This design comes from an exercise in tuning for small area on the open sky130 flow, not from production work.
In this exercise RTL edits were held to simulation tests only and were not proved equivalent to the original.
Power and IR drop assume default switching activity.

**design/flow/config.mk**
```make
export PLATFORM = sky130hd
export DESIGN_NAME = cbs_window_quad
export DESIGN_NICKNAME = cbs_window_quad
export VERILOG_FILES = /design/flow/design.v
export SDC_FILE = /design/flow/constraint.sdc
export NUM_CORES = 8
export LEC_CHECK = 0
export CAP_MARGIN = 20
export CORE_MARGIN = 2
export CORE_UTILIZATION = 70
export CTS_BUF_LIST = sky130_fd_sc_hd__clkbuf_8 sky130_fd_sc_hd__clkbuf_16
export CTS_CLUSTER_DIAMETER = 60
export CTS_CLUSTER_SIZE = 30
export PLACE_DENSITY = 0.75
export SLEW_MARGIN = 20
```
**design/flow/constraint.sdc**
```tcl
create_clock -name core_clock -period 15.0 [get_ports {clk}]
set_input_delay 3.0000 -clock core_clock [delete_from_list [all_inputs] [get_ports {clk}]]
set_output_delay 3.0000 -clock core_clock [all_outputs]
set_load 0.01 [all_outputs]
```
**design/flow/design.v**
```verilog
module cbs_rca #(parameter W = 8) (
    input  wire [W-1:0] a,
    input  wire [W-1:0] b,
    input  wire         ci,
    output wire [W-1:0] s,
    output wire         co
);
    wire [W:0] c;
    assign c[0] = ci;
    genvar i;
    generate for (i = 0; i < W; i = i + 1) begin : g
        assign s[i]   = a[i] ^ b[i] ^ c[i];
        assign c[i+1] = (a[i] & b[i]) | (a[i] & c[i]) | (b[i] & c[i]);
    end endgenerate
    assign co = c[W];
endmodule
module cbs_csel #(parameter W = 16, parameter L = 8) (
    input  wire [W-1:0] a,
    input  wire [W-1:0] b,
    input  wire         ci,
    output wire [W-1:0] s,
    output wire         co
);
    wire         cl, c0, c1;
    wire [W-L-1:0] h0, h1;
    cbs_rca #(L)   lo  (.a(a[L-1:0]), .b(b[L-1:0]), .ci(ci),   .s(s[L-1:0]), .co(cl));
    cbs_rca #(W-L) hi0 (.a(a[W-1:L]), .b(b[W-1:L]), .ci(1'b0), .s(h0), .co(c0));
    cbs_rca #(W-L) hi1 (.a(a[W-1:L]), .b(b[W-1:L]), .ci(1'b1), .s(h1), .co(c1));
    assign s[W-1:L] = cl ? h1 : h0;
    assign co = cl ? c1 : c0;
endmodule
module cbs_csel3 #(parameter W = 16, parameter L1 = 6, parameter L2 = 11) (
    input  wire [W-1:0] a,
    input  wire [W-1:0] b,
    input  wire         ci,
    output wire [W-1:0] s,
    output wire         co
);
    wire cl, m0, m1, h0c, h1c, cm;
    wire [L2-L1-1:0] ms0, ms1;
    wire [W-L2-1:0]  hs0, hs1;
    cbs_rca #(L1)    lo  (.a(a[L1-1:0]),  .b(b[L1-1:0]),  .ci(ci),   .s(s[L1-1:0]), .co(cl));
    cbs_rca #(L2-L1) mi0 (.a(a[L2-1:L1]), .b(b[L2-1:L1]), .ci(1'b0), .s(ms0), .co(m0));
    cbs_rca #(L2-L1) mi1 (.a(a[L2-1:L1]), .b(b[L2-1:L1]), .ci(1'b1), .s(ms1), .co(m1));
    cbs_rca #(W-L2)  hi0 (.a(a[W-1:L2]),  .b(b[W-1:L2]),  .ci(1'b0), .s(hs0), .co(h0c));
    cbs_rca #(W-L2)  hi1 (.a(a[W-1:L2]),  .b(b[W-1:L2]),  .ci(1'b1), .s(hs1), .co(h1c));
    assign s[L2-1:L1] = cl ? ms1 : ms0;
    assign cm = cl ? m1 : m0;
    assign s[W-1:L2] = cm ? hs1 : hs0;
    assign co = cm ? h1c : h0c;
endmodule
module cbs_window_quad (
    input  wire        clk,
    input  wire        rst,
    input  wire        trig,
    input  wire [15:0] cfg_len,
    input  wire        cfg_sinc3,
    input  wire [3:0]  bits,
    input  wire [63:0] cal_ofs,
    input  wire [79:0] cal_gain,
    input  wire [3:0]  cal_valid,
    input  wire [3:0]  offset_bin,
    output wire        ready,
    output reg         done,
    output wire [63:0] code,
    output wire [3:0]  clamp,
    output reg  [3:0]  cal_inv,
    output wire [15:0] len_out
);
    reg        open;
    reg        sinc3;
    reg [15:0] mreg;       
    reg [1:0]  r3;         
    reg [15:0] pc;         
    reg [1:0]  phase;
    reg [28:0] wgt;        
    reg [15:0] bv;         
    reg [15:0] len_cap;
    wire start = trig && !open && !rst;
    assign ready = !open;
    wire [15:0] pc_inc   = pc + 16'd1;
    wire        divstep  = sinc3 && (phase == 2'd0) && (pc[15:5] == 11'd0) &&
                           !(pc[4] && (pc[3:0] != 4'd0));
    wire        hit      = (pc_inc == mreg) && !divstep;
    wire        last     = open && hit && (!sinc3 || phase == 2'd2);
    wire [2:0]  r3x      = {r3, mreg[15]};
    wire        r3ge     = (r3x >= 3'd3);
    wire [1:0]  r3n      = r3ge ? (r3x[1:0] - 2'd3) : r3x[1:0];
    wire [15:0] wlo;
    wire        wco;
    cbs_rca #(16) wadd (.a(wgt[15:0]), .b(bv), .ci(1'b0), .s(wlo), .co(wco));
    wire [12:0] whi = wgt[28:16] + {13{bv[15]}} + {12'd0, wco};
    wire [15:0] m3;
    cbs_rca #(16) madd (.a(mreg), .b({mreg[14:0], 1'b0}), .ci(1'b0), .s(m3), .co());
    always @(posedge clk) begin
        if (rst)
            open <= 1'b0;
        else if (start)
            open <= 1'b1;
        else if (last)
            open <= 1'b0;
        if (start) begin
            sinc3 <= cfg_sinc3;
            mreg  <= cfg_len;
            r3    <= 2'd0;
            pc    <= 16'd1;
            phase <= 2'd0;
            wgt   <= cfg_sinc3 ? 29'd0 : 29'd1;
            bv    <= cfg_sinc3 ? 16'd1 : 16'd0;
        end else begin
            if (divstep) begin
                mreg <= {mreg[14:0], r3ge};
                r3   <= r3n;
            end
            if (hit && sinc3 && phase != 2'd2) begin
                pc    <= 16'd0;
                phase <= phase + 2'd1;
            end else begin
                pc <= pc_inc;
            end
            wgt <= {whi, wlo};
            if (sinc3)
                bv <= bv + ((phase == 2'd1) ? 16'hfffe : 16'd1);
        end
        if (last)
            len_cap <= sinc3 ? m3 : mreg;
    end
    reg [3:0] bits_r;
    reg       first_r, last_r, last_rr, last_r3;
    always @(posedge clk) begin
        bits_r  <= bits;
        first_r <= start;
        if (rst) begin
            last_r  <= 1'b0;
            last_rr <= 1'b0;
            last_r3 <= 1'b0;
        end else begin
            last_r  <= last;
            last_rr <= last_r;
            last_r3 <= last_rr;
        end
    end
    reg  [43:0] acc [0:4];
    reg  [4:0]  cp;
    reg  [17:0] pfx [0:4];
    reg  [4:0]  fz;            
    reg  [4:0]  rel;           
    reg  [4:1]  cwr;           
    wire [4:0]  bsel5 = {1'b1, bits_r};
    reg         tick_r;
    always @(posedge clk)
        tick_r <= (start || open) && !rst;
    wire [15:0] ncode;
    wire        nclamp;
    genvar ch;
    generate for (ch = 0; ch < 5; ch = ch + 1) begin : g_acc
        wire        hold = fz[ch] && !rel[ch];
        wire        on   = tick_r && bsel5[ch];
        wire        zb   = !hold && (first_r || rel[ch]);
        wire [43:0] abase = zb ? 44'd0 : acc[ch];
        wire [43:0] base  = abase | ((rel[ch] && !first_r) ? {26'd0, pfx[ch]} : 44'd0);
        wire        cpb   = !zb && cp[ch];
        wire [28:0] add   = (on && !hold) ? wgt : 29'd0;
        wire [14:0] lo;
        wire        c15;
        cbs_rca #(15) al (.a(base[14:0]), .b(add[14:0]), .ci(1'b0), .s(lo), .co(c15));
        wire [13:0] hl;
        wire        c29;
        cbs_rca #(14) ah (.a(base[28:15]), .b(add[28:15]), .ci(cpb), .s(hl), .co(c29));
        wire [14:0] hh = base[43:29] + {14'd0, c29};
        always @(posedge clk) begin
            acc[ch] <= {hh, hl, lo};
            cp[ch]  <= c15;
        end
        if (ch == 0) begin : g_p0
            always @(posedge clk)
                pfx[ch] <= {17'd0, hold && on && wgt[0]};
        end else begin : g_pc
            wire [17:0] pbase = (hold && first_r) ? 18'd0 : pfx[ch];
            wire [13:0] padd  = (on && hold) ? wgt[13:0] : 14'd0;
            wire [13:0] plo;
            wire        pco;
            cbs_rca #(14) p (.a(pbase[13:0]), .b(padd), .ci(1'b0), .s(plo), .co(pco));
            wire [3:0]  phi = pbase[17:14] + {3'd0, pco};
            always @(posedge clk)
                pfx[ch] <= cwr[ch] ? {1'b0, nclamp, ncode} : {phi, plo};
        end
    end endgenerate
    reg        pp_on, pre;
    reg [4:0]  s;
    reg [2:0]  gch;
    wire [43:0] dcap = acc[4];
    wire gu_load  = pp_on && !pre && (s == 5'd0);
    wire gu_step  = pp_on && !pre && (s != 5'd0) && (s != 5'd21);
    wire gu_final = pp_on && !pre && (s == 5'd21);
    reg  du_load;
    always @(posedge clk)
        du_load <= last_rr || (pp_on && !pre && s == 5'd3);
    wire fin      = gu_load && gch == 3'd4;
    always @(posedge clk) begin
        if (rst) begin
            pp_on <= 1'b0;
            done  <= 1'b0;
        end else begin
            done <= fin;
            if (last_r3) begin
                pp_on <= 1'b1;
                pre   <= 1'b1;
                s     <= 5'd1;
                gch   <= 3'd0;
            end else if (pp_on) begin
                if (pre) begin
                    if (s == 5'd17) begin
                        pre <= 1'b0;
                        s   <= 5'd0;
                    end else
                        s <= s + 5'd1;
                end else if (fin) begin
                    pp_on <= 1'b0;
                end else if (s == 5'd21) begin
                    s   <= 5'd0;
                    gch <= gch + 3'd1;
                end else
                    s <= s + 5'd1;
            end
        end
    end
    reg [43:0] du_r;
    reg [16:0] du_q;
    reg  [1:0] du_ch;
    always @(posedge clk)
        du_ch <= last_rr ? 2'd0 : gch[1:0] + 2'd1;
    reg [43:0] asel;
    always @(*)
        case (du_ch)
            2'd0: asel = acc[0];
            2'd1: asel = acc[1];
            2'd2: asel = acc[2];
            default: asel = acc[3];
        endcase
    wire [44:0] du_t = {du_r, du_q[16]};
    wire [44:0] du_x = du_load ? {2'b0, asel[43:1]} : du_t;
    wire [44:0] du_y = du_load ? {4'b0, asel[43:3]} : ~{1'b0, dcap};
    wire        du_ci = du_load ? (asel[2] & asel[0]) : 1'b1;
    wire [44:0] du_c;
    wire        du_co;
    cbs_csel3 #(45, 17, 31) dsub (.a(du_x), .b(du_y), .ci(du_ci), .s(du_c), .co(du_co));
    always @(posedge clk) begin
        if (du_load) begin
            du_r <= du_c[43:0];
            du_q <= {asel[2] ^ asel[0], asel[1], asel[0], 14'd0};
        end else begin
            du_r <= du_co ? du_c[43:0] : du_t[43:0];
            du_q <= {du_q[15:0], du_co};
        end
    end
    wire [1:0]  gc = gch[1:0];
    reg  [19:0] gsel;
    reg  [15:0] osel;
    reg         obsel;
    always @(*) begin
        gsel  = cal_valid[gc] ? cal_gain[20*gc +: 20] : 20'h80000;
        osel  = cal_valid[gc] ? cal_ofs[16*gc +: 16] : 16'd0;
        obsel = offset_bin[gc - 2'd1];
    end
    wire [17:0] e1n;
    cbs_rca #(18) eadd (.a({1'b0, du_q}), .b(~({{2{osel[15]}}, osel} + 18'd40960)),
                        .ci(1'b1), .s(e1n), .co());
    reg  [43:0] r0;
    reg  [17:0] e1;
    reg  [44:0] gr;        
    reg         gn, gz, gcur, gprev;
    reg  [1:0]  dreg;
    reg  [37:0] K;
    wire [4:0]  gbi   = 5'd19 - s;
    wire        gnext = (s <= 5'd19) ? gsel[gbi] : 1'b0;
    wire [45:0] x2  = {gr, 1'b0};
    wire [45:0] ym  = gcur ? {2'b0, r0} : 46'd0;
    wire [45:0] z1  = gn ? {2'b0, dcap} : ~{2'b0, dcap};        
    wire [45:0] z2  = gn ? 46'd0 : ~{1'b0, dcap, 1'b0};          
    wire [45:0] s1  = x2 ^ ym ^ z1;
    wire [45:0] k1  = (x2 & ym) | (x2 & z1) | (ym & z1);
    wire [45:0] s2  = x2 ^ ym ^ z2;
    wire [45:0] k2  = (x2 & ym) | (x2 & z2) | (ym & z2);
    wire [45:0] c1, c2;
    cbs_csel3 #(46, 17, 32) cp1 (.a(s1), .b({k1[44:0], !gn}), .ci(1'b0), .s(c1), .co());
    cbs_csel3 #(46, 17, 32) cp2 (.a(s2), .b({k2[44:0], !gn}), .ci(1'b0), .s(c2), .co());
    wire        r0z = (r0 == 44'd0);
    wire        znx = (c1 == 46'd0) || (c2 == 46'd0) || (gz && (!gcur || r0z));
    wire [17:0] klo;
    wire        kco;
    cbs_rca #(18) kadd (.a({K[16:0], dreg[0] | dreg[1]}), .b(gprev ? e1 : 18'd0),
                        .ci(dreg[1]), .s(klo), .co(kco));
    wire [19:0] khi = K[36:17] + {20{gprev & e1[17]}} + {19'd0, kco};
    always @(posedge clk) begin
        if (gu_load) begin
            r0 <= du_r;
            e1 <= e1n;
        end
        if (gu_load) begin
            K     <= 38'd0;
            gr    <= 45'd0;
            gn    <= 1'b0;
            gz    <= 1'b1;
            dreg  <= 2'd0;
            gprev <= 1'b0;
        end else begin
            K     <= {khi, klo};
            gprev <= gcur;
            if (!c2[45]) begin
                gr <= c2[44:0]; gn <= 1'b0; dreg <= 2'd2;
            end else if (!c1[45]) begin
                gr <= c1[44:0]; gn <= 1'b0; dreg <= 2'd1;
            end else begin
                gr <= c1[44:0]; gn <= 1'b1; dreg <= 2'd0;
            end
            if (gu_step)
                gz <= znx;
        end
        gcur <= gnext;
    end
    wire [18:0] kh   = K[37:19];
    wire        low0 = (K[17:0] == 18'd0);
    wire        inc  = K[37] ? (K[18] && (!gz || !low0)) : K[18];
    wire [18:0] nv   = kh + {18'd0, inc};
    wire        sat  = (nv[18:15] != 4'b0000) && (nv[18:15] != 4'b1111);
    wire [15:0] nc   = sat ? (nv[18] ? 16'h8000 : 16'h7fff) : nv[15:0];
    assign ncode  = nc ^ {obsel, 15'd0};
    assign nclamp = sat;
    always @(posedge clk)
        if (fin)
            cal_inv <= ~cal_valid;
    wire [1:0] gn1 = gch[1:0] + 2'd1;
    always @(posedge clk) begin
        if (rst) begin
            fz <= 5'd0;
        end else if (last_r) begin
            fz <= 5'b11111;
        end else begin
            fz <= fz & ~rel;
        end
        rel[0] <= last_rr;
        rel[1] <= pp_on && !pre && s == 5'd3 && gn1 == 2'd1 && gch != 3'd4;
        rel[2] <= pp_on && !pre && s == 5'd3 && gn1 == 2'd2 && gch != 3'd4;
        rel[3] <= pp_on && !pre && s == 5'd3 && gn1 == 2'd3 && gch != 3'd4;
        rel[4] <= pp_on && !pre && s == 5'd20 && gch == 3'd3;
        cwr[1] <= pp_on && !pre && s == 5'd21 && gch == 3'd0;
        cwr[2] <= pp_on && !pre && s == 5'd21 && gch == 3'd1;
        cwr[3] <= pp_on && !pre && s == 5'd21 && gch == 3'd2;
        cwr[4] <= pp_on && !pre && s == 5'd21 && gch == 3'd3;
    end
    assign code    = {pfx[4][15:0], pfx[3][15:0], pfx[2][15:0], pfx[1][15:0]};
    assign clamp   = {pfx[4][16], pfx[3][16], pfx[2][16], pfx[1][16]};
    assign len_out = len_cap;
endmodule
```
**design/flow/run.sh**
```bash
#!/bin/bash
# synth_recipe.tcl (not shown) runs the flow's synth.tcl, then flattens the netlist and writes it again
# the make line also repeats each setting of config.mk as NAME=value (left out here)
make -C /OpenROAD-flow-scripts/flow DESIGN_CONFIG=/design/flow/config.mk WORK_HOME=/design/flow/orfs CLKGATE_MAP_FILE= SYNTH_SCRIPT=/design/flow/synth_recipe.tcl finish
```
==> results_dict.tcl, run 1 <==
set metrics [dict create \
    status "complete, no violations" \
    cp-startpoint "du_load" \
    whs_ns 0.405 \
    wl_um 115000 \
    h-tree-depth 2 \
    first_iter_violations 3138 \
    dr.max_layer_used "met4" \
    synth.area.top_cells "dfxtp_1, fa_1, edfxtp_1, ha_1, and2_1" \
    synth_cell_type_count 79 \
    reg2reg_depth 33 \
    crit_family "adder cells" \
    die_x_um 254 \
    r2r-start "du_load" \
    cts.sinks 650 \
    grt_usage 0.365 \
    crit_fanout 70 \
    cts-root-buf "clkbuf_16" \
    reg2reg_to "du_r[35]" \
    numCtsBuffers 46 \
    rrSetupSlack_ns 2.18 \
    p_total_mw 10.7 \
    setup_tns_ns 0 \
    wl_per_cell_um 21.2 \
    p_leak_nw 21.3 \
    synth_common_cells "dfxtp_1, inv_1, nand2_1" \
    ant_nets 0 \
    synth-seq-area-share 0.326 \
    post_cts_buffers 0 \
    cp-end-kind "flop" \
    vias 32400 \
    grt_pass1_wl_um 181000 \
    wl_met2_um 49500 \
    nets 5347 \
    gr-total-overflow 0 \
    start_util 0.708 \
    rows 91 \
    dieArea_sq_um 64500 \
    post-place-cells 5331 \
    crit_buf_inv 3 \
    path_clk_slew_ns 0.08 \
    synth-edff-count 124 \
    rsz0062_at_grt "false" \
    antenna_cells 0 \
    max_cap_viol_count 0 \
    drive_gt1_frac 0.0716 \
    grt_max_degree 106 \
    cp_data_required_time_ns 15.56 \
    fmax_ghz 0.0780 \
    hpwl_um 90400 \
    syn_inst 4422 \
    cts_tree "done" \
    slowest_delay_ns 0.58 \
    place_area_sq_um 46600 \
    ios 266 \
    io_buffer_count 265 \
    fin_crit_sh 0.855 \
    hold_violations 0 \
    postCtsResizedCells 0 \
    clock_path_buffers 3 \
    drc_errors 0 \
    ys_ff_latch 650 \
    syn_avg_cell_area_sq_um 9.89 \
    grt_pass1_vias 32100 \
    synth_top_area_cell "dfxtp_1" \
    routabilityCongestion 0.952 \
    period_needed_ns 12.82 \
    area_growth_pct 10.8 \
    antenna_found_initial 3 \
    cts_hold_buf 0 \
    yosys_warnings 3 \
    cp_common_cell "fa_1" \
    wirelength_met1_um 51000 \
    start_kind "flop" \
    slew_headroom 0.282 \
    p_per_area_nw_per_um2 221 \
    hold_start "last_rr" \
    via_per_inst 5.99 \
    syn_area_sq_um 43700 \
    synth.top_cell.area_share 0.241 \
    max_slew.worst_pin.slew_ns 1.08 \
    syn_nets 5226 \
    met3_wirelength_um 11900 \
    synth-xor-area-share 0.0479 \
    yosys_most_used_dff "dfxtp_1" \
    num-fill-cells 4225 \
    crit_end "du_r[35]" \
    async_flop_share 0 \
    setup_viol 0 \
    synth_simple_gate_area_frac 0.158 \
    insertion_delay_ns 0.65 \
    synth_top_family_by_area "adder cells" \
    cp.arrival_ns 13.38 \
    yosysMostFrequentCell "dfxtp_1" \
    synthMuxAreaShare 0.0685 \
    whs_path_depth 0 \
    dr.pass1.iters 6 \
    synth_compound_area_frac 0.0861 \
    die_y_um 254 \
    final_cell_count_no_fill 5418 \
    coreArea_sq_um 61700 \
    crit_type "flop to flop" \
    vdd_drop_max_uv 216 \
    critical_path.slowest_cell "buf_4" \
    synth_fa_ha_area_frac 0.247 \
    skew_ns 0.0345 \
    slew_violations 0 \
    final_area_sq_um 48500 \
    hold_class "flop to flop" \
    cp_num_cells 33 \
]
logic make-up after synthesis:
| group | count (synthesis) |
|---|---|
| AO/OA/AOI/OAI | 594 |
| adder cells (fa/ha/maj) | 628 |
| flip-flops | 650 |
| buffers and inverters | 700 |
| XOR/XNOR | 238 |
| multiplexers | 193 |
| AND/OR/NAND/NOR | 1419 |
worst min-delay path by stage:
stage          endpoint  slack [ns]
2_1_floorplan    rel[0]        0.37
3_3_place_gp     rel[0]        0.39
3_5_place_dp     rel[0]        0.39
4_1_cts          rel[0]        0.41
5_1_grt          rel[0]        0.42
6_report         rel[0]        0.40
sequential cells by signal, indices dropped and copies added, names as in the netlist, 17 cells and up:
signal  cells
wgt        29
du_q       17
acc       220
du_r       44
gr         45
r0         44
pfx        73
K          38
e1         18
per-stage QoR:
stage	utilization	setup slack, ns
floorplan	-	2.37
CTS	0.785	2.13
detailed placement	0.756	2.22
finish	0.785	2.18
global route	0.785	1.58
global placement	0.756	2.46
layout make-up:
cell class	count	area (sq um)	area share
well taps	837	1050	0.0216
inverters	469	1760	0.0364
clock inverters	38	592	0.0122
flip-flops and latches	650	14300	0.294
multi-input cells	3072	26600	0.550
repair buffers	304	2970	0.0612
clock buffers	48	1190	0.0246
report_power, final:
part | total (mW) | switching [mW] | internal, mW
logic | 6.38 | 3.63 | 2.76
registers | 2.88 | 0.522 | 2.36
clock network | 1.47 | 0.796 | 0.673
total | 10.7 | 4.94 | 5.79
metal layers:
metal	global-route usage	vias to the layer above
met4	0.0803	0
li1	-	14900
met3	0.0765	165
met2	0.543	1399
met1	0.552	16000
met5	0	-
placed cells by master, fill, tap and decap left out, types with 9 or more instances in the layout:
master / Yosys / routed
a211oi_1: 23 / 23
a21boi_0: 39 / 39
a21o_1: 20 / 20
a21oi_1: 175 / 170
a22oi_1: 66 / 66
a31oi_1: 25 / 24
and2_1: 301 / 301
and3_1: 43 / 43
buf_4: 73 / 38
clkbuf_16: 0 / 47
clkdlybuf4s50_1: 0 / 265
clkinv_8: 0 / 9
dfxtp_1: 526 / 522
edfxtp_1: 124 / 124
fa_1: 391 / 391
ha_1: 237 / 237
inv_1: 467 / 466
mux2_2: 78 / 78
mux2i_1: 38 / 38
mux4_2: 77 / 77
nand2_1: 451 / 451
nand2b_1: 12 / 12
nand3_1: 54 / 54
nand3b_1: 12 / 12
nand4_1: 26 / 26
nor2_1: 307 / 304
nor2b_1: 43 / 42
nor3_1: 62 / 62
nor4_1: 37 / 37
o211ai_1: 11 / 11
o21a_1: 17 / 17
o21ai_0: 126 / 126
o21bai_1: 23 / 23
o31ai_1: 11 / 11
or2_2: 19 / 19
or3_1: 30 / 30
xnor2_1: 131 / 131
xor2_1: 106 / 105
==> run 2, diff against run 1 <==
==> design/flow/flow/run.sh (new file) <==
#!/bin/bash
# Custom flow: the standard flow, with the port buffers made of the
# smallest buffer cell instead of the resizer's default choice.
set -euo pipefail
bash standard.sh BUFFER_PORTS_ARGS="-buffer_cell sky130_fd_sc_hd__buf_1" finish > standard.log 2>&1
==> design/flow/standard.sh (new file) <==
#!/bin/bash
# synth_recipe.tcl (not shown) runs the flow's synth.tcl, then flattens the netlist and writes it again
# the make line also repeats each setting of config.mk as NAME=value (left out here)
make -C /OpenROAD-flow-scripts/flow DESIGN_CONFIG=/design/flow/config.mk WORK_HOME=/design/flow/orfs CLKGATE_MAP_FILE= SYNTH_SCRIPT=/design/flow/synth_recipe.tcl "${@:-finish}"
removed: design/flow/run.sh
==> run 2 against run 1 <==
Effect of this change: count of clock-buffer cells in the layout is 1 higher; first-iteration DRC count decreased by 7.0%; sequential cell count stayed put; critical path depth increased by 2; register-to-register slack improved by 0.05 ns; non-clock buffer count shrank 1; critical path type unchanged; highest routed layer unchanged; sequential power is essentially flat; combinational power shrank 1%; clock skew grew 0.016 ns.
==> results_dict.tcl, run 2 <==
set metrics [dict create \
    status "complete, no violations" \
    crit_type "flop to flop" \
    synth_top_area_cell "dfxtp_1" \
    max_slew.worst_pin.slew_ns 1.09 \
    p_per_area_nw_per_um2 227 \
    reg2reg_to "du_r[2]" \
    wl_met2_um 47300 \
    largest_reg_flops 220 \
    cp_data_required_time_ns 15.56 \
    cts.sinks 650 \
    wl_per_cell_um 20.8 \
    mostFrequentLayoutCell "dfxtp_1" \
    numCtsBuffers 47 \
    ys_ff_latch 650 \
    fin_crit_sh 0.851 \
    routabilityCongestion 0.953 \
    synth_cell_type_count 79 \
    vdd_drop_max_uv 232 \
    p_leak_nw 20.6 \
    whs_ns 0.407 \
    syn_area_sq_um 43700 \
    slowest_delay_ns 0.57 \
    crit_fanout 67 \
    synth-edff-count 124 \
    area_growth_pct 6.92 \
    period_needed_ns 12.77 \
    synth.top_cell.area_share 0.241 \
    fin_util 0.757 \
    syn_avg_cell_area_sq_um 9.89 \
    setup_tns_ns 0 \
    layout_common_cells "dfxtp_1, inv_1, nand2_1" \
    skew_ns 0.0505 \
    cts_hold_buf 0 \
    insertion_delay_ns 0.64 \
    wirelength_met1_um 51400 \
    rows 91 \
    drc_errors 0 \
    ios 266 \
    met3_wirelength_um 11800 \
    die_x_um 254 \
    critical_path.slowest_cell "buf_4" \
    grt_pass1_wl_um 176000 \
    cts_tree "done" \
    slew_headroom 0.271 \
    hold_class "flop to flop" \
    first_iter_violations 2918 \
    dr.pass1.iters 6 \
    syn_nets 5226 \
    hpwl_um 88900 \
    hold_violations 0 \
    slew_violations 0 \
    yosys_most_used_dff "dfxtp_1" \
    gr-total-overflow 0 \
    io_buffer_count 265 \
    antenna_found_initial 4 \
    path_clk_slew_ns 0.10 \
    die_y_um 254 \
    r2r-start "du_ch[1]" \
    largestRegisters "acc x220, pfx x73, gr x45" \
    cts-root-buf "clkbuf_16" \
    cp_common_cell "fa_1" \
    fmax_ghz 0.0783 \
    async_flop_share 0 \
    cp-end-kind "flop" \
    wl_um 113000 \
    nets 5347 \
    rrSetupSlack_ns 2.23 \
    start_util 0.708 \
    via_per_inst 5.95 \
    grt_usage 0.355 \
    dieArea_sq_um 64500 \
    synth-seq-area-share 0.326 \
    grt_pass1_vias 31100 \
    post_cts_buffers 0 \
    crit_end "du_r[2]" \
    synth_common_cells "dfxtp_1, inv_1, nand2_1" \
    synth.area.top_cells "dfxtp_1, fa_1, edfxtp_1, ha_1, and2_1" \
    setup_viol 0 \
    yosys_warnings 3 \
    rsz0062_at_grt "false" \
    grt_max_degree 75 \
    reg2reg_depth 35 \
    yosysMostFrequentCell "dfxtp_1" \
    start_kind "flop" \
    dr.max_layer_used "met4" \
    h-tree-depth 2 \
    vias 32300 \
    largest-register "acc" \
    cp.arrival_ns 13.33 \
    cp-startpoint "du_ch[1]" \
    syn_inst 4422 \
    postCtsResizedCells 0 \
    ant_nets 0 \
    max_cap_viol_count 0 \
    drive_gt1_frac 0.0712 \
    clock_path_buffers 3 \
    coreArea_sq_um 61700 \
]
[run 2: cell counts after synthesis]
Identical to the previous run, type by type.
[run 2: metrics by stage]
step,setup WS [ns],power (mW),instance area (sq um),std cells
2_1_floorplan,2.37,7.39,43700,4422
3_3_place_gp,2.44,8.80,45000,5330
3_5_place_dp,2.24,9.00,45000,5330
4_1_cts,2.23,10.5,46700,5417
5_1_grt,1.61,11.5,46700,5418
6_report,2.23,10.6,46700,5424
[run 2: how the worst min path moves through the flow]
stage                        from     end  slack, ns  cells after the start
final                     last_rr  rel[0]       0.41                      0
after CTS                 last_rr  rel[0]       0.42                      0
after global routing      last_rr  rel[0]       0.42                      0
after global placement    last_rr  rel[0]       0.39                      0
after floorplan           last_rr  rel[0]       0.37                      0
after detailed placement  last_rr  rel[0]       0.40                      0
[run 2: critical path: cells and delay by family (launching register included)]
family / cells / cell delay (ns)
AOI/OAI and AO/OA: 10 / 2.27
adders and majority gates: 18 / 8.07
muxes: 2 / 0.54
buffers and inverters: 2 / 1.12
and+or+nand+nor: 3 / 0.26
DFF: 1 / 0.39
[run 2: power breakdown]
group	leakage [nW]	internal, mW	switching [mW]	total [mW]
Sequential	5.50	2.36	0.514	2.87
Combinational	14.2	2.70	3.60	6.30
Clock	0.841	0.684	0.757	1.44
[run 2: cell type report]
type / count / area [sq um]
diodes: 6 / 15.0
well taps: 837 / 1050
inverters: 469 / 1760
multi-input cells: 3072 / 26600
flip-flops and latches: 650 / 14300
clock buffers: 49 / 1230
fillers: 4448 / 15000
repair buffers: 303 / 1300
clock inverters: 38 / 488
[run 2: kinds of logic (layout without fill, tap and decap cells)]
kind of cell,count (synthesis),after routing,synth area share
muxes,193,193,0.0685
buffers and inverters,700,859,0.0667
AOI/OAI and AO/OA,594,594,0.0861
other,0,6,0
DFF,650,650,0.326
and+or+nand+nor,1419,1419,0.158
adders and majority gates,628,628,0.247
xor gates and xnor gates,238,238,0.0479
[run 2: routing by layer]
metal,up-vias,GRT usage
met5,-,0
met4,0,0.0770
met3,163,0.0719
met2,1301,0.509
met1,15900,0.557
li1,14900,-
==> run 3, diff against run 2 <==
--- a/design/flow/config.mk
+++ b/design/flow/config.mk
@@ -9,7 +9,7 @@
 export CORE_MARGIN = 2
 export CORE_UTILIZATION = 70
-export CTS_BUF_LIST = sky130_fd_sc_hd__clkbuf_8 sky130_fd_sc_hd__clkbuf_16
+export CTS_BUF_LIST = sky130_fd_sc_hd__clkbuf_16
 export CTS_CLUSTER_DIAMETER = 60
-export CTS_CLUSTER_SIZE = 30
+export CTS_CLUSTER_SIZE = 36
 export PLACE_DENSITY = 0.75
 export SLEW_MARGIN = 20
==> run 3 against run 2 <==
Effect of this change: still clean; final area stayed put; synthesized cell count stayed put; maximum frequency stayed put; register-to-register slack hardly changed; combinational power hardly changed; count of clock-buffer cells in the layout stayed put; die area stayed put; clock power hardly changed; synthesized area stayed put; first-iteration DRC count stayed put; sequential cell count stayed put; power stayed put; largest cell class unchanged; largest power group unchanged; highest routed layer unchanged.
==> results_dict.tcl, run 3 <==
set metrics [dict create \
    status "complete, no violations" \
    clock_path_buffers 3 \
    largest-register "acc" \
    cp_common_cell "fa_1" \
    postCtsResizedCells 0 \
    vias 32300 \
    crit_family "adder cells" \
    start_kind "flop" \
    comb_power_share 0.593 \
    whs_endpoint "rel[0]" \
    max_cap_viol_count 0 \
    syn_avg_cell_area_sq_um 9.89 \
    syn_area_sq_um 43700 \
    crit_buf_inv 2 \
    dieArea_sq_um 64500 \
    io_buffer_count 265 \
    crit_type "flop to flop" \
    final_area_sq_um 46700 \
    grt_pass1_wl_um 176000 \
    dr.pass1.iters 6 \
    ys_ff_latch 650 \
    die_x_um 254 \
    whs_ns 0.407 \
    via_per_inst 5.95 \
    cts_hold_buf 0 \
    insertion_delay_ns 0.64 \
    wl_per_cell_um 20.8 \
    rsz0062_at_grt "false" \
    final_cell_count_no_fill 5424 \
    pwr-share-seq 0.271 \
    routabilityCongestion 0.953 \
    syn_nets 5226 \
    grt_usage 0.355 \
    setup_viol 0 \
    numCtsBuffers 47 \
    synth_common_cells "dfxtp_1, inv_1, nand2_1" \
    start_util 0.708 \
    cp.arrival_ns 13.33 \
    layout_setup_ws_ns 2.23 \
    path_clk_slew_ns 0.10 \
    period_needed_ns 12.77 \
    gr-total-overflow 0 \
    cp_num_cells 35 \
    p_clk_frac 0.136 \
    hpwl_um 88900 \
    area_growth_pct 6.92 \
    post_cts_buffers 0 \
    hold_class "flop to flop" \
    cts-root-buf "clkbuf_16" \
    fmax_ghz 0.0783 \
    skew_ns 0.0505 \
    synth_cell_type_count 79 \
    vdd_drop_max_uv 232 \
    rrSetupSlack_ns 2.23 \
    largestRegisters "acc x220, pfx x73, gr x45" \
    max_slew.worst_pin.slew_ns 1.09 \
    synth.top_cell.area_share 0.241 \
    p_leak_nw 20.6 \
    post-place-cells 5330 \
    num-fill-cells 4448 \
    r2r-start "du_ch[1]" \
    mostFrequentLayoutCell "dfxtp_1" \
    ios 266 \
    slowest_delay_ns 0.57 \
    hold_start "last_rr" \
    grt_max_degree 75 \
    p_int_mw 5.74 \
    first_iter_violations 2918 \
    grt_pass1_vias 31100 \
    syn_inst 4422 \
    reg2reg_depth 35 \
    p_sw_frac 0.459 \
    reg2reg_to "du_r[2]" \
    wl_um 113000 \
    place_area_sq_um 45000 \
    switchingPower_mw 4.87 \
    yosysMostFrequentCell "dfxtp_1" \
    ant_nets 0 \
    synth-edff-count 124 \
    synth-seq-area-share 0.326 \
    antenna_found_initial 4 \
    yosys_most_used_dff "dfxtp_1" \
    cts_tree "done" \
    coreArea_sq_um 61700 \
    critical_path.slowest_cell "buf_4" \
    async_flop_share 0 \
    setup_tns_ns 0 \
    whs_path_depth 0 \
    cp_data_required_time_ns 15.56 \
    synth.area.top_cells "dfxtp_1, fa_1, edfxtp_1, ha_1, and2_1" \
    largest_reg_flops 220 \
    fin_crit_sh 0.851 \
    cp-end-kind "flop" \
    drive_gt1_frac 0.0712 \
    layout_common_cells "dfxtp_1, inv_1, nand2_1" \
    dp_slack_ns 2.24 \
    p_per_area_nw_per_um2 227 \
    die_y_um 254 \
    slew_headroom 0.271 \
    hold_violations 0 \
    rows 91 \
    nets 5347 \
    h-tree-depth 2 \
    drc_errors 0 \
    crit_fanout 67 \
    slew_violations 0 \
    yosys_warnings 3 \
    cts.sinks 650 \
    synth_top_area_cell "dfxtp_1" \
]
==> run 3: metrics by stage <==
step / power [mW] / utilization
after detailed placement: 9.00 / 0.729
after CTS: 10.5 / 0.757
after global placement: 8.80 / 0.729
after floorplan: 7.39 / -
after global routing: 11.5 / 0.757
final: 10.6 / 0.757
==> run 3: layer usage <==
metal,share of wire,track usage,vias to the layer above
met4,0.020,0.0770,0
met2,0.42,0.509,1301
met1,0.46,0.557,15900
li1,-,-,14900
met5,0,0,-
met3,0.10,0.0719,163
==> run 3: area by class of cell <==
class	count	area (sq um)	area share
multi-input cells	3072	26600	0.570
flip-flops and latches	650	14300	0.305
inverters	469	1760	0.0377
repair buffers	303	1300	0.0278
clock buffers	49	1230	0.0262
well taps	837	1050	0.0224
clock inverters	38	488	0.0104
diodes	6	15.0	0.000321
==> run 3: power by group through the flow <==
stage,clock [mW],sequential [mW],combinational (mW)
6_report,1.44,2.87,6.30
5_1_grt,1.51,2.92,7.06
2_1_floorplan,0,2.66,4.73
3_5_place_dp,0,2.88,6.11
4_1_cts,1.45,2.85,6.17
3_3_place_gp,0,2.88,5.92
==> run 3: worst max path at each step <==
stage	from	end	slack, ns
6_report	du_ch[1]	du_r[2]	2.23
3_3_place_gp	du_ch[1]	du_r[27]	2.44
3_5_place_dp	gcur	gr[42]	2.24
4_1_cts	du_ch[1]	du_r[17]	2.23
2_1_floorplan	du_ch[0]	du_r[17]	2.37
5_1_grt	du_load	du_r[10]	1.61
==> run 3: kinds of logic after synthesis <==
family                     synth area share
and+or+nand+nor                       0.158
buffers and inverters                0.0667
DFF                                   0.326
adders and majority gates             0.247
AOI/OAI and AO/OA                    0.0861
xor gates and xnor gates             0.0479
muxes                                0.0685
==> run 4, diff against run 3 <==
==> design/flow/flow/run.sh (replaced) <==
#!/bin/bash
# Custom flow: the standard flow with two changes that do not touch the
# design, its registers or its constraints:
#  - synthesis maps the logic with the ABC script in abc_map.script
#    (an area-recovering &nf mapping) instead of ORFS's abc_speed.script;
#  - port buffers use the smallest buffer cell.
# Everything else (scripts, settings, power grid, taps) is ORFS's own.
set -euo pipefail
HERE=$(pwd)
rm -rf "$HERE/scripts_mod"
cp -r "$FLOW_HOME/scripts" "$HERE/scripts_mod"
cp "$HERE/flow/abc_map.script" "$HERE/scripts_mod/abc_speed.script"
bash standard.sh SCRIPTS_DIR="$HERE/scripts_mod" \
    BUFFER_PORTS_ARGS="-buffer_cell sky130_fd_sc_hd__buf_1" finish > standard.log 2>&1
==> design/flow/flow/abc_map.script (new file) <==
strash
&get -n
&fraig -x
&put
scorr
dc2
dretime
strash
&get -n
&dch -f
&nf {D}
&put
buffer -c
topo
stime -c
upsize -c
dnsize -c
--- a/design/flow/config.mk
+++ b/design/flow/config.mk
@@ -9,7 +9,7 @@
 export CORE_MARGIN = 2
 export CORE_UTILIZATION = 70
-export CTS_BUF_LIST = sky130_fd_sc_hd__clkbuf_16
+export CTS_BUF_LIST = sky130_fd_sc_hd__clkbuf_8 sky130_fd_sc_hd__clkbuf_16
 export CTS_CLUSTER_DIAMETER = 60
-export CTS_CLUSTER_SIZE = 36
+export CTS_CLUSTER_SIZE = 30
 export PLACE_DENSITY = 0.75
 export SLEW_MARGIN = 20
==> run 4 against run 3 <==
Effect of this change: clock power shrank 6%; critical path depth increased by 7; via count shrank 5.8%; sequential cell count unchanged; highest routed layer is now met5.
==> results_dict.tcl, run 4 <==
set metrics [dict create \
    synth.top_cell.area_share 0.251 \
    setup_viol 0 \
    synth-edff-count 124 \
    final_cell_count_no_fill 5191 \
    cts.sinks 650 \
    layout_common_cells "dfxtp_1, inv_1, nand2_1" \
    wl_per_cell_um 19.3 \
    grt_max_degree 77 \
    p_per_area_nw_per_um2 217 \
    dr.pass1.iters 6 \
    insertion_delay_ns 0.62 \
    coreArea_sq_um 59100 \
    start_kind "flop" \
    critical_path.slowest_cell "buf_4" \
    mostFrequentLayoutCell "dfxtp_1" \
    largest-register "acc" \
    hold_class "flop to flop" \
    p_sw_frac 0.442 \
    syn_avg_cell_area_sq_um 9.83 \
    comb_power_share 0.564 \
    final_area_sq_um 44800 \
    antenna_found_initial 2 \
    cp_common_cell "fa_1" \
    fmax_ghz 0.0706 \
    die_y_um 249 \
    antenna_cells 0 \
    grt_pass1_wl_um 162000 \
    pwr-share-seq 0.296 \
    synth_common_cells "dfxtp_1, inv_1, nand2_1" \
    cts_hold_buf 0 \
    yosys_most_used_dff "dfxtp_1" \
    switchingPower_mw 4.29 \
    largest_reg_flops 220 \
    p_int_mw 5.42 \
    synth_cell_type_count 65 \
    wl_um 100000 \
    largestRegisters "acc x220, pfx x73, gr x45" \
    ios 266 \
    grt_usage 0.329 \
    slew_violations 0 \
    cp-end-kind "flop" \
    async_flop_share 0 \
    post_cts_buffers 0 \
    grt_pass1_vias 30300 \
    hpwl_um 79100 \
    yosys_warnings 3 \
    slowest_delay_ns 0.50 \
    cp.arrival_ns 14.63 \
    hold_violations 0 \
    crit_type "flop to flop" \
    gr-total-overflow 0 \
    place_area_sq_um 43100 \
    drive_gt1_frac 0.0530 \
    nets 5187 \
    synth-seq-area-share 0.339 \
    dieArea_sq_um 62000 \
    max_slew.worst_pin.slew_ns 1.16 \
    vias 30400 \
    rsz0062_at_grt "false" \
    p_leak_nw 19.6 \
    syn_nets 5078 \
    vdd_drop_max_uv 274 \
    status "complete, no violations" \
    die_x_um 249 \
    period_needed_ns 14.16 \
    rows 89 \
    fin_crit_sh 0.944 \
    ys_ff_latch 650 \
    cts-root-buf "clkbuf_16" \
    area_growth_pct 6.57 \
    first_iter_violations 2613 \
    cts_tree "done" \
    path_clk_slew_ns 0.10 \
    post-place-cells 5109 \
    setup_tns_ns 0 \
    rrSetupSlack_ns 0.84 \
    drc_errors 0 \
    syn_inst 4274 \
    ant_nets 0 \
    max_cap_viol_count 0 \
    start_util 0.710 \
    whs_path_depth 0 \
    synth_top_area_cell "dfxtp_1" \
    yosysMostFrequentCell "dfxtp_1" \
    synth.area.top_cells "dfxtp_1, fa_1, edfxtp_1, ha_1, and2_1" \
    routabilityCongestion 0.945 \
    cp_data_required_time_ns 15.48 \
    slew_headroom 0.223 \
    syn_area_sq_um 42000 \
    layout_setup_ws_ns 0.845 \
    reg2reg_depth 42 \
    io_buffer_count 265 \
    via_per_inst 5.86 \
    h-tree-depth 2 \
    dp_slack_ns 0.853 \
    clock_path_buffers 3 \
    skew_ns 0.0302 \
    numCtsBuffers 44 \
    p_clk_frac 0.140 \
    crit_fanout 62 \
]
==> run 4: cell count changes in the layout (fill, tap and decap cells not counted), moves of 31 or more <==
cell	delta
xor2_1	-31
mux2_2	-63
o21ai_1	+32
nor3_1	-31
nand2_1	-48
mux4_2	-41
inv_1	-49
==> run 4: layout make-up <==
cell class                      instances  area [sq um]
Multi-Input combinational cell       2959         25000
Fill cell                            4289         14400
Sequential cell                       650         14300
Inverter                              422          1590
Timing Repair Buffer                  305          1290
Clock buffer                           44          1100
Tap cell                              773           967
Clock inverter                         37           502
Timing Repair inverter                  1          7.51
==> run 4: path summary, 6_finish.rpt <==
kind,from,end
max,du_ch[1],du_r[15]
min,last_rr,rel[0]
max reg2reg,du_ch[1],du_r[15]
min reg2reg,last_rr,rel[0]
==> run 4: logic make-up (layout without fill, tap and decap cells) <==
logic type                 count (synthesis)  in the layout  share of synthesized area
and+or+nand+nor                         1343           1343                      0.158
AOI/OAI and AO/OA                        721            721                      0.110
buffers and inverters                    665            809                     0.0662
DFF                                      650            650                      0.339
adders and majority gates                628            628                      0.257
xor gates and xnor gates                 185            185                     0.0386
muxes                                     82             82                     0.0307
==> run 4: metrics by stage <==
step	power [mW]	util	hold slack [ns]
2_1_floorplan	6.87	-	0.368
3_3_place_gp	8.03	0.729	0.399
3_5_place_dp	8.25	0.730	0.405
4_1_cts	9.65	0.757	0.422
5_1_grt	10.6	0.757	0.434
6_report	9.71	0.757	0.422
==> run 4: repair_timing <==
item	4_1_cts	5_1_grt
endpoints found under the hold margin	0	0
gates resized for setup	0	3
endpoints found under the setup margin	0	21
==> run 4: power by group through the flow <==
stage	combinational, mW	sequential [mW]	clock (mW)
final	5.48	2.87	1.36
after global routing	6.20	2.93	1.44
after CTS	5.41	2.86	1.38
after detailed placement	5.35	2.90	0
after global placement	5.14	2.89	0
after floorplan	4.20	2.67	0
==> run 4: worst max-delay path: cells and delay by family (launching register included) <==
kind                     cells  cell delay (ns)
AO/OA/AOI/OAI               21             4.54
adder cells (fa/ha/maj)     18             8.19
buffers and inverters        1             0.50
flip-flops                   1             0.41
AND/OR/NAND/NOR              2             0.33
==> run 4: per-layer routing <==
layer  vias up  part of all wire  GRT usage
met1     14900              0.44      0.476
met4         2             0.023     0.0791
met2       993              0.44      0.505
li1      14400                 -          -
met5         -           0.00051    0.00618
met3       158             0.091     0.0763
==> run 5, diff against run 4 <==
--- a/design/flow/design.v
+++ b/design/flow/design.v
@@ -65,5 +65,5 @@
     output wire [63:0] code,
     output wire [3:0]  clamp,
-    output reg  [3:0]  cal_inv,
+    output wire [3:0]  cal_inv,
     output wire [15:0] len_out
 );
@@ -184,5 +184,5 @@
             wire [3:0]  phi = pbase[17:14] + {3'd0, pco};
             always @(posedge clk)
-                pfx[ch] <= cwr[ch] ? {1'b0, nclamp, ncode} : {phi, plo};
+                pfx[ch] <= cwr[ch] ? {~cal_valid[ch-1], nclamp, ncode} : {phi, plo};
         end
     end endgenerate
@@ -328,7 +328,4 @@
     assign ncode  = nc ^ {obsel, 15'd0};
     assign nclamp = sat;
-    always @(posedge clk)
-        if (fin)
-            cal_inv <= ~cal_valid;
     wire [1:0] gn1 = gch[1:0] + 2'd1;
     always @(posedge clk) begin
@@ -352,4 +349,5 @@
     assign code    = {pfx[4][15:0], pfx[3][15:0], pfx[2][15:0], pfx[1][15:0]};
     assign clamp   = {pfx[4][16], pfx[3][16], pfx[2][16], pfx[1][16]};
+    assign cal_inv = {pfx[4][17], pfx[3][17], pfx[2][17], pfx[1][17]};
     assign len_out = len_cap;
 endmodule
==> design/flow/flow/abc_map.script (replaced) <==
strash
&get -n
&fraig -x
&put
scorr
dc2
strash
&get -n
&dch -f
&nf
&put
==> run 5 against run 4 <==
Effect of this change: still clean on timing, DRC and antenna; hold slack improved by 0.0032 ns; routed wire length fell by 1.1%; clock skew fell by 0.0016 ns; combinational power is 0.7% higher; utilization rose by 2.3 points; clock power is 6% higher; critical path type unchanged; largest power group unchanged.
==> results_dict.tcl, run 5 <==
set metrics [dict create \
    fin_crit_sh 0.949 \
    routabilityCongestion 0.915 \
    syn_avg_cell_area_sq_um 10.0 \
    fin_util 0.780 \
    critical_path.slowest_cell "fa_1" \
    yosysMostFrequentCell "dfxtp_1" \
    die_x_um 245 \
    synth_simple_gate_area_frac 0.164 \
    gr-total-overflow 0 \
    fmax_ghz 0.0703 \
    wl_per_cell_um 19.0 \
    whs_path_depth 0 \
    largest_reg_flops 220 \
    start_kind "flop" \
    cp_data_required_time_ns 15.50 \
    largestRegisters "acc x220, pfx x73, gr x45" \
    grt_max_degree 84 \
    max_cap_viol_count 0 \
    dieArea_sq_um 60100 \
    first_iter_violations 2372 \
    io_buffer_count 265 \
    yosys_most_used_dff "dfxtp_1" \
    rows 88 \
    hold_class "flop to flop" \
    place_area_sq_um 43100 \
    reg2reg_depth 44 \
    p_leak_nw 17.7 \
    area_growth_pct 10.3 \
    dr.pass1.iters 8 \
    largest-register "acc" \
    via_per_inst 5.86 \
    syn_area_sq_um 40700 \
    synth_compound_area_frac 0.113 \
    coreArea_sq_um 57600 \
    syn_nets 4856 \
    antenna_cells 0 \
    mostFrequentLayoutCell "dfxtp_1" \
    synthMuxAreaShare 0.0320 \
    numCtsBuffers 47 \
    synth_common_cells "dfxtp_1, clkinv_1, nand2_1" \
    skew_ns 0.0286 \
    post_cts_buffers 0 \
    vias 30600 \
    synth-seq-area-share 0.347 \
    slowest_delay_ns 0.52 \
    setup_viol 0 \
    whs_endpoint "rel[0]" \
    h-tree-depth 2 \
    crit_fanout 20 \
    clock_path_buffers 3 \
    setup_tns_ns 0 \
    synth.top_cell.area_share 0.259 \
    ant_nets 0 \
    synth-edff-count 120 \
    antenna_found_initial 0 \
    start_util 0.707 \
    rsz0062_at_grt "false" \
    cp_common_cell "fa_1" \
    nets 5216 \
    hpwl_um 76900 \
    cts-root-buf "clkbuf_16" \
    grt_usage 0.338 \
    synth_cell_type_count 51 \
    async_flop_share 0 \
    insertion_delay_ns 0.63 \
    yosys_warnings 3 \
    cts_hold_buf 0 \
    num-fill-cells 4022 \
    cp-end-kind "flop" \
    wl_um 99100 \
    max_slew.worst_pin.slew_ns 1.08 \
    synth_fa_ha_area_frac 0.265 \
    whs_ns 0.425 \
    cts_tree "done" \
    synth.area.top_cells "dfxtp_1, fa_1, edfxtp_1, ha_1, and2_0" \
    p_per_area_nw_per_um2 219 \
    ios 266 \
    die_y_um 245 \
    grt_pass1_wl_um 161000 \
    synth_top_family_by_area "adder cells" \
    period_needed_ns 14.23 \
    hold_start "last_rr" \
    final_area_sq_um 44900 \
    status "complete, no violations" \
    slew_headroom 0.281 \
    ys_ff_latch 646 \
    cts.sinks 646 \
    r2r-start "gn" \
    crit_type "flop to flop" \
    slew_violations 0 \
    multi_input_area_sq_um 25100 \
    path_clk_slew_ns 0.10 \
    rrSetupSlack_ns 0.77 \
    reg2reg_to "gr[2]" \
    drive_gt1_frac 0.0422 \
    cp.arrival_ns 14.73 \
    vdd_drop_max_uv 444 \
    grt_pass1_vias 30400 \
    layout_common_cells "dfxtp_1, clkinv_1, nand2_1" \
    hold_violations 0 \
    drc_errors 0 \
    final-seq-area_sq_um 14100 \
    syn_inst 4052 \
    synth-xor-area-share 0.0392 \
    synth_top_area_cell "dfxtp_1" \
]
[run 5: changes by cell type in the layout (fill, tap and decap cells not counted), sizes merged, moves of 8 or more]
cell    delta
xnor2      -8
clkinv   +428
a211oi     -8
and4      -12
inv      -419
a21boi     -8
clkbuf    +10
nand3     +17
o211ai     +8
a21oi     +19
[run 5: area by class of cell]
class | instances | area share
Clock buffer | 54 | 0.0293
Clock inverter | 34 | 0.0100
Inverter | 431 | 0.0362
Multi-Input combinational cell | 2975 | 0.558
Sequential cell | 646 | 0.315
Tap cell | 765 | 0.0213
Timing Repair Buffer | 311 | 0.0300
[run 5: power breakdown]
group	switching [mW]	internal, mW
logic	3.10	2.42
clock network	0.739	0.703
registers	0.519	2.36
total	4.36	5.48
[run 5: worst max-delay path, delay by kind of cell (launching register included)]
family / cells / cell delay [ns]
muxes: 1 / 0.26
DFF: 1 / 0.38
and+or+nand+nor: 2 / 0.48
adders and majority gates: 18 / 8.07
xor gates and xnor gates: 1 / 0.30
buffers and inverters: 3 / 0.86
AOI/OAI and AO/OA: 19 / 3.75
[run 5: how the worst max path moves through the flow]
stage / start / endpoint / slack (ns) / depth (start not counted)
floorplan: du_ch[0] / du_r[43] / 0.02 / 41
global placement: gn / gr[0] / 1.03 / 44
detailed placement: gn / gr[2] / 0.68 / 44
CTS: gn / gr[2] / 0.60 / 44
global route: du_ch[1] / du_r[43] / 0.02 / 43
finish: gn / gr[2] / 0.77 / 44
[run 5: per-stage QoR]
stage	std cells	setup WS (ns)	total power, mW
6_report	5216	0.771	9.83
5_1_grt	5216	0.0171	10.7
4_1_cts	5216	0.598	9.79
3_5_place_dp	5128	0.682	8.32
3_3_place_gp	5128	1.03	8.05
2_1_floorplan	4052	0.0167	6.84
[run 5: routing by layer]
layer	GRT usage	share of wire
met4	0.0796	0.023
met5	0	0
met2	0.535	0.45
met1	0.491	0.44
met3	0.0560	0.082
[run 5: cell families (layout without fill, tap and decap cells)]
kind of cell	after synthesis	count (layout)
AND/OR/NAND/NOR	1355	1355
multiplexers	82	82
buffers and inverters	431	830
flip-flops	646	646
adder cells (fa/ha/maj)	628	628
AO/OA/AOI/OAI	728	728
XOR/XNOR	182	182
[run 5: repair_timing]
item,4_1_cts,5_1_grt
endpoints found under the setup margin,0,73
resized for setup,0,4
endpoints found under the hold margin,0,0
==> run 6, diff against run 5 <==
==> design/flow/flow/abc_map.script (replaced) <==
strash
&get -n
&fraig -x
&put
scorr
dc2
dretime
strash
&get -n
&dch -f
&nf
&put
topo
stime -c
upsize -c
dnsize -c
==> run 6 against run 5 <==
Effect of this change: first-iteration DRC count fell by 9.4%; power decreased by 1.6%; routed wire length shrank 2.4%; maximum frequency up 1.2%; global-route usage down 1.2 points; still clean; utilization down 0.43 points; non-clock buffer count shrank 1; clock skew increased by 0.0074 ns; sequential cell count unchanged.
==> results_dict.tcl, run 6 <==
set metrics [dict create \
    status "complete, no violations" \
    p_leak_nw 17.6 \
    layout_setup_ws_ns 0.945 \
    cp_data_required_time_ns 15.49 \
    cp_common_cell "fa_1" \
    wl_per_cell_um 18.6 \
    dp_slack_ns 0.942 \
    crit_fanout 64 \
    p_total_mw 9.67 \
    ys_ff_latch 646 \
    slew_headroom 0.369 \
    async_flop_share 0 \
    place_area_sq_um 43100 \
    synth_common_cells "dfxtp_1, clkinv_1, nand2_1" \
    ios 266 \
    reg2reg_depth 42 \
    grt_pass1_wl_um 155000 \
    path_clk_slew_ns 0.10 \
    whs_path_depth 0 \
    h-tree-depth 2 \
    synth-edff-count 120 \
    mostFrequentLayoutCell "dfxtp_1" \
    fmax_ghz 0.0711 \
    comb_power_share 0.565 \
    setup_viol 0 \
    cp-end-kind "flop" \
    synth_cell_type_count 58 \
    num-fill-cells 4134 \
    p_per_area_nw_per_um2 216 \
    syn_area_sq_um 40800 \
    ant_nets 0 \
    vias 30300 \
    post-place-cells 5127 \
    synth.top_cell.area_share 0.258 \
    largest_reg_flops 220 \
    whs_endpoint "r0[13]" \
    die_y_um 245 \
    layout_common_cells "dfxtp_1, clkinv_1, nand2_1" \
    syn_avg_cell_area_sq_um 10.1 \
    final_cell_count_no_fill 5207 \
    post_cts_buffers 0 \
    start_util 0.707 \
    area_growth_pct 9.68 \
    rows 88 \
    cts-root-buf "clkbuf_16" \
    skew_ns 0.0360 \
    yosys_warnings 3 \
    r2r-start "du_ch[1]" \
    synth.area.top_cells "dfxtp_1, fa_1, edfxtp_1, ha_1, and2_0" \
    io_buffer_count 265 \
    p_sw_frac 0.444 \
    nets 5211 \
    gr-total-overflow 0 \
    pwr-share-seq 0.297 \
    dieArea_sq_um 60200 \
    fin_crit_sh 0.937 \
    switchingPower_mw 4.29 \
    final_area_sq_um 44700 \
    largestRegisters "acc x220, pfx x73, gr x45" \
    slowest_delay_ns 0.63 \
    routabilityCongestion 0.936 \
    via_per_inst 5.83 \
    cp.arrival_ns 14.55 \
    rsz0062_at_grt "false" \
    reg2reg_to "du_r[43]" \
    start_kind "flop" \
    rrSetupSlack_ns 0.95 \
    max_cap_viol_count 0 \
    hpwl_um 76300 \
    hold_violations 0 \
    clock_path_buffers 3 \
    grt_pass1_vias 29800 \
    p_clk_frac 0.137 \
    wl_um 96700 \
    insertion_delay_ns 0.62 \
    critical_path.slowest_cell "and2_4" \
    largest-register "acc" \
    first_iter_violations 2150 \
    antenna_found_initial 0 \
    yosysMostFrequentCell "dfxtp_1" \
    hold_class "flop to flop" \
    period_needed_ns 14.05 \
    grt_max_degree 83 \
    coreArea_sq_um 57700 \
    max_slew.worst_pin.slew_ns 0.944 \
    syn_nets 4856 \
    p_int_mw 5.38 \
    cts.sinks 646 \
    die_x_um 245 \
    drive_gt1_frac 0.0430 \
    dr.pass1.iters 10 \
    synth_top_area_cell "dfxtp_1" \
    crit_type "flop to flop" \
    cts_tree "done" \
    syn_inst 4052 \
    synth-seq-area-share 0.347 \
    slew_violations 0 \
    hold_start "du_r[13]" \
    antenna_cells 0 \
    drc_errors 0 \
    yosys_most_used_dff "dfxtp_1" \
    vdd_drop_max_uv 367 \
    numCtsBuffers 43 \
    setup_tns_ns 0 \
    grt_usage 0.327 \
]
run 6: cell types whose count changed in the layout (fill, tap and decap cells not counted), sizes merged:
cell | previous run | this run
buf | 311 | 310
bufinv | 1 | 2
clkbuf | 54 | 46
clkinv | 440 | 444
clkinvlp | 1 | 2
inv | 23 | 17
run 6: what timing repair did:
item / CTS / global route
resized for setup: 0 / 2
endpoints found under the setup margin: 0 / 17
hold buffers: 0 / 0
run 6: cell type report:
cell class	count	area [sq um]	area share
Multi-Input combinational cell	2975	25100	0.561
Timing Repair Buffer	310	1330	0.0298
Tap cell	765	957	0.0214
Sequential cell	646	14100	0.316
Clock inverter	34	440	0.00985
Clock buffer	46	1130	0.0252
Inverter	431	1650	0.0369
run 6: per-layer routing:
metal  vias to the layer above  share of wire  GRT usage  routed length, um
met5                         -              0          0                  0
met4                         0          0.026     0.0902               2560
met3                       134          0.080     0.0513               7710
met2                       957           0.45      0.510              43100
met1                     14800           0.45      0.478              43300
li1                      14500              -          -                  -
run 6: per-stage QoR:
step                      hold WS [ns]   util
after floorplan                  0.368      -
final                            0.446  0.775
after global placement           0.408  0.748
after detailed placement         0.414  0.748
after global routing             0.465  0.775
after CTS                        0.447  0.775
run 6: logic make-up (layout without fill, tap and decap cells):
family | count (synthesis) | count (layout) | synth area share
AO/OA/AOI/OAI | 728 | 728 | 0.114
AND/OR/NAND/NOR | 1355 | 1355 | 0.164
flip-flops | 646 | 646 | 0.347
adder cells (fa/ha/maj) | 628 | 628 | 0.265
XOR/XNOR | 182 | 182 | 0.0391
multiplexers | 82 | 82 | 0.0321
buffers and inverters | 431 | 821 | 0.0403
run 6: power by group through the flow:
stage	logic (mW)	registers, mW	clock network, mW
3_5_place_dp	5.43	2.89	0
5_1_grt	6.17	2.93	1.40
4_1_cts	5.44	2.86	1.35
3_3_place_gp	5.17	2.89	0
6_report	5.47	2.87	1.33
2_1_floorplan	4.17	2.69	0
run 6: worst max path at each step:
stage	from	slack, ns	endpoint
after floorplan	du_ch[0]	0.07	du_r[43]
after global placement	du_ch[1]	1.15	du_r[43]
after detailed placement	gn	0.94	gr[13]
after CTS	gn	0.91	gr[13]
after global routing	acc[4][0]	0.09	gr[15]
final	du_ch[1]	0.95	du_r[43]
run 6: critical path, delay by kind of cell (launching register included):
| kind | cells | cell delay, ns |
|---|---|---|
| and+or+nand+nor | 3 | 0.82 |
| DFF | 1 | 0.55 |
| muxes | 1 | 0.33 |
| AOI/OAI and AO/OA | 19 | 3.79 |
| adders and majority gates | 18 | 8.06 |
| buffers and inverters | 1 | 0.36 |
==> run 7, diff against run 6 <==
==> design/flow/flow/abc_map.script (replaced) <==
strash
&get -n
&fraig -x
&put
scorr
dc2
dretime
dc2
strash
&get -n
&dch -f
&nf
&put
buffer -c
topo
stime -c
upsize -c
dnsize -c
==> run 7 against run 6 <==
Effect of this change: still clean; power decreased by 3.3%; via count decreased by 0.29%; global-route usage increased by 1.3 points; maximum frequency decreased by 2.4%; synthesized cell count increased by 2.8%.
==> results_dict.tcl, run 7 <==
set metrics [dict create \
    grt_max_degree 81 \
    skew_ns 0.0388 \
    layout_common_cells "dfxtp_1, inv_1, fa_1" \
    largest_reg_flops 220 \
    nets 5159 \
    synth-seq-area-share 0.344 \
    synth_simple_gate_area_frac 0.162 \
    cts-root-buf "clkbuf_16" \
    hold_violations 0 \
    syn_nets 4968 \
    cp_common_cell "fa_1" \
    cp.arrival_ns 14.87 \
    syn_avg_cell_area_sq_um 9.88 \
    crit_type "flop to flop" \
    rows 88 \
    io_buffer_count 265 \
    grt_use_met1 0.493 \
    synth.area.top_cells "dfxtp_1, fa_1, edfxtp_1, ha_1, and2_1" \
    grt_use_met2 0.530 \
    final-seq-area_sq_um 14100 \
    fin_util 0.771 \
    synth_cell_type_count 73 \
    wl_per_cell_um 19.5 \
    syn_inst 4164 \
    crit_fanout 17 \
    drive_gt1_frac 0.0667 \
    numCtsBuffers 45 \
    hold_class "flop to flop" \
    largestRegisters "acc x220, pfx x73, gr x45" \
    dp_slack_ns 0.229 \
    gr-total-overflow 0 \
    whs_path_depth 0 \
    vias 30200 \
    start_kind "flop" \
    cp_data_required_time_ns 15.47 \
    insertion_delay_ns 0.62 \
    yosysMostFrequentCell "dfxtp_1" \
    num-fill-cells 4120 \
    max_slew.worst_pin.slew_ns 1.07 \
    final_cell_count_no_fill 5155 \
    synthMuxAreaShare 0.0290 \
    synth-xor-area-share 0.0366 \
    h-tree-depth 2 \
    wl_um 100000 \
    dieArea_sq_um 60700 \
    grt_pass1_vias 30100 \
    period_needed_ns 14.40 \
    antenna_found_initial 1 \
    via_per_inst 5.87 \
    synth.top_cell.area_share 0.256 \
    yosys_warnings 3 \
    post-place-cells 5064 \
    synth_compound_area_frac 0.108 \
    ys_ff_latch 646 \
    die_y_um 246 \
    path_clk_slew_ns 0.09 \
    die_x_um 246 \
    start_util 0.710 \
    synth_top_area_cell "dfxtp_1" \
    cts_tree "done" \
    slowest_delay_ns 0.49 \
    grt_usage 0.340 \
    cp-end-kind "flop" \
    synth_fa_ha_area_frac 0.262 \
    coreArea_sq_um 57900 \
    max_cap_viol_count 0 \
    fin_crit_sh 0.960 \
    multi_input_area_sq_um 24800 \
    vdd_drop_max_uv 507 \
    area_growth_pct 8.60 \
    syn_area_sq_um 41100 \
    rsz0062_at_grt "true" \
    hpwl_um 76700 \
    ant_nets 0 \
    drc_errors 0 \
    fmax_ghz 0.0694 \
    largest-register "acc" \
    setup_viol 0 \
    routabilityCongestion 0.914 \
    dr.pass1.iters 8 \
    reg2reg_depth 50 \
    clock_path_buffers 3 \
    cts.sinks 646 \
    first_iter_violations 2385 \
    synth-edff-count 120 \
    mostFrequentLayoutCell "dfxtp_1" \
    async_flop_share 0 \
    grt_pass1_wl_um 161000 \
    p_leak_nw 19.6 \
    yosys_most_used_dff "dfxtp_1" \
    ios 266 \
    slew_violations 0 \
    critical_path.slowest_cell "fa_1" \
    antenna_cells 0 \
    status "complete, no violations" \
    slew_headroom 0.285 \
    use_met3 0.0553 \
    p_total_mw 9.36 \
    synth_common_cells "dfxtp_1, inv_1, fa_1" \
    layout_setup_ws_ns 0.601 \
    grt_busiest_layer "met2" \
    synth_top_family_by_area "adder cells" \
    p_per_area_nw_per_um2 210 \
]
[run 7: changes by cell type after synthesis, moves of 41 or more]
cell	before	now
and2_1	1	324
nor2_1	291	362
clkbuf_1	0	119
or2_0	41	0
inv_1	0	445
clkinv_1	430	2
nand2_1	401	313
and2_0	313	0
[run 7: cells by family (layout without fill, tap and decap cells)]
kind of cell             Yosys count  after routing
AO/OA/AOI/OAI                    694            694
XOR/XNOR                         172            172
adder cells (fa/ha/maj)          628            628
buffers and inverters            622            848
flip-flops                       646            646
multiplexers                      70             70
AND/OR/NAND/NOR                 1332           1332
[run 7: where the power goes]
group          total (mW)  internal [mW]  switching [mW]  leakage (nW)
logic                5.17           2.33            2.84          13.3
clock network        1.36          0.658           0.698         0.795
registers            2.84           2.33           0.509          5.47
total                9.36           5.31            4.05          19.6
[run 7: per-layer routing]
| layer | share of wire | routed length (um) | vias up |
|---|---|---|---|
| li1 | - | - | 14200 |
| met3 | 0.079 | 7970 | 162 |
| met2 | 0.45 | 45500 | 1041 |
| met5 | 0 | 0 | - |
| met4 | 0.029 | 2900 | 0 |
| met1 | 0.44 | 43900 | 14800 |
[run 7: per-stage QoR]
step	hold slack [ns]	TNS, ns	instance area, sq um
5_1_grt	0.453	-1.37	44700
6_report	0.441	0	44700
3_3_place_gp	0.431	0	42800
2_1_floorplan	0.368	0	41100
4_1_cts	0.442	0	44400
3_5_place_dp	0.438	0	42800
[run 7: layout make-up]
cell class	count	share of cell area
Clock inverter	33	0.00913
Inverter	448	0.0378
Timing Repair Buffer	318	0.0327
Sequential cell	646	0.317
Clock buffer	49	0.0272
Multi-Input combinational cell	2896	0.555
Tap cell	765	0.0214
[run 7: worst max-delay path, delay by kind of cell (launching register included)]
kind	cells	cell delay [ns]
adders and majority gates	18	7.95
AOI/OAI and AO/OA	27	4.82
and+or+nand+nor	4	1.03
DFF	1	0.38
buffers and inverters	1	0.11
[run 7: timing repair]
action,in CTS,in global routing
endpoints found under the setup margin,0,93
buffers inserted,0,8
resized for setup,0,53
hold buffers,0,0
[run 7: final timing paths]
| path | startpoint | end | slack [ns] |
|---|---|---|---|
| min | last_rr | rel[0] | 0.44 |
| max | gn | gr[10] | 0.60 |
| min reg2reg | last_rr | rel[0] | 0.44 |
| max reg2reg | gn | gr[10] | 0.60 |

==> static timing again, ports no longer ideal <==
How much do the figures lean on ideal ports? The routed layouts below were timed once more, with nothing changed but the port constraints. Step 1: set_driving_cell puts a clkbuf_16 on clk and a buf_2 on each other input, an assumption about the parent block. Step 2 times the ports against the registers' clock, not the clock port: input delays grow and output delays shrink by t, the midpoint of the rising clock arrivals with the driver on. Three values: ideal, step 1, step 2; two values: the first two.
run	shift t [ns]	setup WS [ns]	latest minus earliest clock arrival (ns)	pins driven straight from the clock port
run 1	0.700	2.178 / 2.178 / 2.178	0.036 / 0.036	1
run 2	0.686	2.231 / 2.231 / 2.231	0.051 / 0.051	1
run 3	0.686	2.231 / 2.231 / 2.231	0.051 / 0.051	1
run 4	0.667	0.845 / 0.845 / 0.845	0.030 / 0.031	1
run 5	0.680	0.771 / 0.771 / 0.771	0.029 / 0.029	1
run 6	0.672	0.945 / 0.945 / 0.945	0.036 / 0.036	1
run 7	0.659	0.601 / 0.601 / 0.601	0.038 / 0.039	1
After both steps setup and hold are still met in every run listed.
